What follows belongs to an exercise in optimizing a design on an open flow for small area, a short achievable clock period and few clock cycles per item; a production flow would make more cautious choices. Only simulation tests tie the RTL to the original design; equivalence was not proved.

==> flow/design.v <==
module fx_sha256 (
    input  wire         clk,
    input  wire         rst,      
    input  wire         start,    
    input  wire         init,     
    input  wire [511:0] block,    
    output wire         ready,    
    output reg          done,     
    output wire [255:0] digest    
);
  localparam [1:0] S_IDLE = 2'd0, S_ROUND = 2'd1, S_FINAL = 2'd2;
  reg [1:0]  state;
  reg [5:0]  round;
  reg [31:0] h_reg [0:7];    
  reg [31:0] w     [0:15];   
  reg [31:0] a, b, c, d, e, f, g, h;
  reg [31:0] k_t;
  always @(*) begin
    case (round)
      6'd0:  k_t = 32'h428a2f98; 6'd1:  k_t = 32'h71374491;
      6'd2:  k_t = 32'hb5c0fbcf; 6'd3:  k_t = 32'he9b5dba5;
      6'd4:  k_t = 32'h3956c25b; 6'd5:  k_t = 32'h59f111f1;
      6'd6:  k_t = 32'h923f82a4; 6'd7:  k_t = 32'hab1c5ed5;
      6'd8:  k_t = 32'hd807aa98; 6'd9:  k_t = 32'h12835b01;
      6'd10: k_t = 32'h243185be; 6'd11: k_t = 32'h550c7dc3;
      6'd12: k_t = 32'h72be5d74; 6'd13: k_t = 32'h80deb1fe;
      6'd14: k_t = 32'h9bdc06a7; 6'd15: k_t = 32'hc19bf174;
      6'd16: k_t = 32'he49b69c1; 6'd17: k_t = 32'hefbe4786;
      6'd18: k_t = 32'h0fc19dc6; 6'd19: k_t = 32'h240ca1cc;
      6'd20: k_t = 32'h2de92c6f; 6'd21: k_t = 32'h4a7484aa;
      6'd22: k_t = 32'h5cb0a9dc; 6'd23: k_t = 32'h76f988da;
      6'd24: k_t = 32'h983e5152; 6'd25: k_t = 32'ha831c66d;
      6'd26: k_t = 32'hb00327c8; 6'd27: k_t = 32'hbf597fc7;
      6'd28: k_t = 32'hc6e00bf3; 6'd29: k_t = 32'hd5a79147;
      6'd30: k_t = 32'h06ca6351; 6'd31: k_t = 32'h14292967;
      6'd32: k_t = 32'h27b70a85; 6'd33: k_t = 32'h2e1b2138;
      6'd34: k_t = 32'h4d2c6dfc; 6'd35: k_t = 32'h53380d13;
      6'd36: k_t = 32'h650a7354; 6'd37: k_t = 32'h766a0abb;
      6'd38: k_t = 32'h81c2c92e; 6'd39: k_t = 32'h92722c85;
      6'd40: k_t = 32'ha2bfe8a1; 6'd41: k_t = 32'ha81a664b;
      6'd42: k_t = 32'hc24b8b70; 6'd43: k_t = 32'hc76c51a3;
      6'd44: k_t = 32'hd192e819; 6'd45: k_t = 32'hd6990624;
      6'd46: k_t = 32'hf40e3585; 6'd47: k_t = 32'h106aa070;
      6'd48: k_t = 32'h19a4c116; 6'd49: k_t = 32'h1e376c08;
      6'd50: k_t = 32'h2748774c; 6'd51: k_t = 32'h34b0bcb5;
      6'd52: k_t = 32'h391c0cb3; 6'd53: k_t = 32'h4ed8aa4a;
      6'd54: k_t = 32'h5b9cca4f; 6'd55: k_t = 32'h682e6ff3;
      6'd56: k_t = 32'h748f82ee; 6'd57: k_t = 32'h78a5636f;
      6'd58: k_t = 32'h84c87814; 6'd59: k_t = 32'h8cc70208;
      6'd60: k_t = 32'h90befffa; 6'd61: k_t = 32'ha4506ceb;
      6'd62: k_t = 32'hbef9a3f7; default: k_t = 32'hc67178f2;
    endcase
  end
  localparam [255:0] IV = {32'h6a09e667, 32'hbb67ae85, 32'h3c6ef372, 32'ha54ff53a,
                           32'h510e527f, 32'h9b05688c, 32'h1f83d9ab, 32'h5be0cd19};
  wire [31:0] s1  = {e[5:0], e[31:6]} ^ {e[10:0], e[31:11]} ^ {e[24:0], e[31:25]};
  wire [31:0] ch  = (e & f) ^ (~e & g);
  wire [31:0] s0  = {a[1:0], a[31:2]} ^ {a[12:0], a[31:13]} ^ {a[21:0], a[31:22]};
  wire [31:0] maj = (a & b) ^ (a & c) ^ (b & c);
  wire [31:0] t1  = h + s1 + ch + k_t + w[0];
  wire [31:0] t2  = s0 + maj;
  wire [31:0] ss0   = {w[1][6:0], w[1][31:7]} ^ {w[1][17:0], w[1][31:18]} ^ (w[1] >> 3);
  wire [31:0] ss1   = {w[14][16:0], w[14][31:17]} ^ {w[14][18:0], w[14][31:19]} ^ (w[14] >> 10);
  wire [31:0] w_new = ss1 + w[9] + ss0 + w[0];
  assign ready  = (state == S_IDLE);
  assign digest = {h_reg[0], h_reg[1], h_reg[2], h_reg[3],
                   h_reg[4], h_reg[5], h_reg[6], h_reg[7]};
  integer i;
  always @(posedge clk) begin
    if (rst) begin
      state <= S_IDLE;
      round <= 6'd0;
      done  <= 1'b0;
    end else begin
      done <= 1'b0;
      case (state)
        S_IDLE: begin
          if (start) begin
            for (i = 0; i < 16; i = i + 1)
              w[i] <= block[511 - 32*i -: 32];
            if (init) begin
              for (i = 0; i < 8; i = i + 1)
                h_reg[i] <= IV[255 - 32*i -: 32];
              {a, b, c, d, e, f, g, h} <= IV;
            end else begin
              {a, b, c, d, e, f, g, h} <= digest;
            end
            round <= 6'd0;
            state <= S_ROUND;
          end
        end
        S_ROUND: begin
          h <= g;
          g <= f;
          f <= e;
          e <= d + t1;
          d <= c;
          c <= b;
          b <= a;
          a <= t1 + t2;
          for (i = 0; i < 15; i = i + 1)
            w[i] <= w[i + 1];
          w[15] <= w_new;
          round <= round + 6'd1;
          if (round == 6'd63)
            state <= S_FINAL;
        end
        S_FINAL: begin
          h_reg[0] <= h_reg[0] + a;
          h_reg[1] <= h_reg[1] + b;
          h_reg[2] <= h_reg[2] + c;
          h_reg[3] <= h_reg[3] + d;
          h_reg[4] <= h_reg[4] + e;
          h_reg[5] <= h_reg[5] + f;
          h_reg[6] <= h_reg[6] + g;
          h_reg[7] <= h_reg[7] + h;
          done  <= 1'b1;
          state <= S_IDLE;
        end
        default: state <= S_IDLE;
      endcase
    end
  end
endmodule
==> flow/run.sh <==
#!/bin/bash
# synth_recipe.tcl (not shown) runs the flow's synth.tcl, then flattens the netlist and writes it again
# the make line also repeats each setting of config.mk as NAME=value (left out here)
make -C /OpenROAD-flow-scripts/flow DESIGN_CONFIG=/design/flow/config.mk WORK_HOME=/design/flow/orfs CLKGATE_MAP_FILE= SYNTH_SCRIPT=/design/flow/synth_recipe.tcl finish
==> flow/config.mk <==
export PLATFORM = sky130hd
export DESIGN_NAME = fx_sha256
export DESIGN_NICKNAME = fx_sha256
export VERILOG_FILES = /design/flow/design.v
export SDC_FILE = /design/flow/constraint.sdc
export NUM_CORES = 4
export LEC_CHECK = 0
export CAP_MARGIN = 20
export CORE_MARGIN = 2
export CORE_UTILIZATION = 40
export SLEW_MARGIN = 20
==> flow/constraint.sdc <==
create_clock -name core_clock -period 10.0 [get_ports {clk}]
set_input_delay 2.0000 -clock core_clock [delete_from_list [all_inputs] [get_ports {clk}]]
set_output_delay 2.0000 -clock core_clock [all_outputs]
set_load 0.01 [all_outputs]
==> impl_metrics.yaml <==
setup_path:
  start_kind: "flop"
  arrival_ns: 9.11
  endpoint_kind: "flop"
  cp_num_buf_inv: 2
  cpPeakStageDelay_ns: 0.57
  reg2reg_setup_slack_ns: 1.42
  cp_slowest_cell: "edfxtp_1"
  critPathRequiredTime_ns: 10.52
  path_class: "flop to flop"
  cpLargestDelayFamily: "adder cells"
  cpMostUsedCell: "fa_1"
  worstPathMaxFanout: 6
synthesis:
  ys_warn_count: 3
  synth.distinct_cells: 99
  netlist_area_mm2: 0.0729
  ys_seq_elements: 1065
  avgSynthCellArea_um2: 9.24
  synth_edf_count: 1024
  synth_nets: 8988
  netlist_top_cells_area: "edfxtp_1 42%, nand2_1 9.6%, ha_1 6.7%"
  synth_top_area_share_pct: 42.2
  synthArstFlopShare_pct: 0
  yosysMostFrequentCell: "nand2_1"
  synth_flop_cell: "edfxtp_1"
  synthCells: 7888
  yosys-top-cells-count: "1865 x nand2_1, 1024 x edfxtp_1, 593 x a21oi_1, 521 x nor2_1, 489 x o21ai_0"
  synth_seq_area_share_pct: 43.3
  yosys.area.top_type: "edfxtp_1"
clock_network:
  insertion_delay_ns: 0.83
  cts_made_buffers: 133
  cts-root-buf: "clkbuf_16"
  h-tree-depth: 4
  cts_tree: "done"
  cts_hold_buf: 0
  cts.reportedPaths.clkPinSlew_ns: 0.06
  cts_setup_buffers: 0
  cts_sinks: 1065
  cts_resized: 0
  clk_path_buf_depth: 3
global_routing:
  grt.met1_usage_pct: 39.8
  grt_busiest_layer: "met2"
  grt_max_degree: 177
  grtUsageTotal_pct: 31.2
  antenna_found_initial: 27
  grt_pass1_vias: 59700
  use_met2_pct: 51.1
  use_met3_pct: 5.27
  grt_first_pass_wirelength_um: 421000
  overflow: 0
sta:
  rsz0062_at_grt: "no"
  slew_violations: 0
  fin_crit_sh_pct: 85.8
  fmaxAchievable_ghz: 0.116
  maxSlewHeadroom_pct: 24.2
  hold_viol: 0
  tightest_slew_ns: 1.14
  finClkSkew_ns: 0.0363
  min_period_ns: 8.58
  setup_violations: 0
floorplan:
  initial_utilization_pct: 40.3
  die_area_mm2: 0.186
  ioPinCount: 774
  rows: 156
  core-area_mm2: 0.181
  dieHeight_um: 431
  die_w_um: 431
routing:
  dr.first_iter.drc_count: 6708
  wl_per_cell_um: 27.1
  viasPerCell: 5.68
  wl_um: 297000
  vias: 62000
  drcViolationCount: 0
  antenna_left: 0
  first_pass_iters: 7
final_layout:
  drive_above_1_share_pct: 4.11
  stdcell_area_mm2: 0.0870
  syn2layout_area_growth_pct: 19.4
  nets: 9542
  fillers: 17100
  final_cells: 10900
  utilization_pct: 48.1
  largest_reg_flops: 512
placed_design:
  portBuffers: 773
  dpl.cell_count: 10700
  gp_congestion: 0.965
  hpwlAfterDp_um: 228000
  postPlaceCellArea_mm2: 0.0827
status:
  status: "no timing/DRC/antenna violations"
hold_path:
  worstHoldPathType: "flop to flop"
job:
  max-cap-violations: 0
==> metrics by stage <==
stage / setup WS [ns] / TNS, ns / hold slack [ns]
after floorplan: -4.06 / -3687.57 / 0.459
after global placement: 1.57 / 0 / 0.483
after detailed placement: 1.56 / 0 / 0.485
after CTS: 1.49 / 0 / 0.486
after global routing: 1.02 / 0 / 0.509
final: 1.42 / 0 / 0.483
==> cell usage in the layout (no fill, tap or decap), types with 175 or more instances in the layout <==
cell | synthesis | layout
xnor2_1 | 379 | 379
o21ai_0 | 489 | 489
xor2_1 | 175 | 175
a21oi_1 | 593 | 593
fa_1 | 195 | 195
ha_1 | 389 | 389
edfxtp_1 | 1024 | 1024
nor2_1 | 521 | 519
clkdlybuf4s50_1 | 0 | 772
inv_1 | 367 | 365
nand2_1 | 1865 | 1864
==> area by class of cell <==
cell class	instances	area (µm²)	share of cell area (%)
multi-input cells	6043	38400	44.2
clock inverters	83	911	1.05
inverters	369	1390	1.59
well taps	2370	2970	3.41
clock buffers	157	3420	3.93
diodes	11	27.5	0.0316
flip-flops and latches	1065	31600	36.3
repair buffers	830	8310	9.55
==> layer usage <==
| metal | vias up | wire [µm] | part of all wire [%] |
|---|---|---|---|
| met3 | 514 | 20900 | 7.1 |
| met5 | - | 211 | 0.071 |
| met4 | 32 | 15700 | 5.3 |
| met1 | 30300 | 119000 | 40 |
| li1 | 28600 | - | - |
| met2 | 2607 | 140000 | 47 |
==> cells by family (layout without fill, tap and decap cells) <==
| group | count (synthesis) | in the layout | share of synthesized area (%) |
|---|---|---|---|
| xor+xnor | 554 | 554 | 6.66 |
| flops | 1065 | 1065 | 43.3 |
| buf+inv | 780 | 1439 | 4.05 |
| simple gates | 3023 | 3023 | 17.5 |
| mux | 70 | 70 | 1.05 |
| fa+ha+maj | 607 | 607 | 12.4 |
| compound gates | 1789 | 1789 | 15.1 |
| other cells | 0 | 11 | 0 |
==> tightest hold or removal path, stage by stage, from the launching register on <==
cell and delay [ns]:
edfxtp_1 0.32, nand2_1 0.05, nand2_1 0.04
==> path summary, 6_finish.rpt <==
check | startpoint | depth (start not counted) | endpoint
max | e[26]$_DFFE_PP_ | 31 | a[29]$_DFFE_PP_
min | w[12][21]$_DFFE_PP_ | 2 | w[11][21]$_DFFE_PP_
max reg2reg | e[26]$_DFFE_PP_ | 31 | a[29]$_DFFE_PP_
min reg2reg | w[12][21]$_DFFE_PP_ | 2 | w[11][21]$_DFFE_PP_
Testbench counts, summed over its fixed seeds: cycles 84,488, blocks 1,280.

[static timing again, ports no longer ideal]
No port has a modelled driver above. Below, the same layout with a new extraction and two added sets of constraints.
Step 1 assumes that a clkbuf_16 drives the clock port and a buf_2 every other input.
Step 2, shift: input delay + t, output delay - t, t = (earliest + latest rising clock arrival at the registers) / 2. This alone moves slack from input paths to output paths.
Slacks: ideal ports / drivers / drivers and shift; pairs: ideal ports / drivers.
t (ns): 0.901
setup WS [ns]: 1.415 / 1.415 / 1.415
worst setup path at the end: register to register
worst slew at a driven data input, ns: 0.13
pins driven straight from the clock port: 1
After both steps setup and hold are still met in this run. For this run, drivers alone change the setup slack by 0.000 ns; drivers and shift together by 0.000 ns.
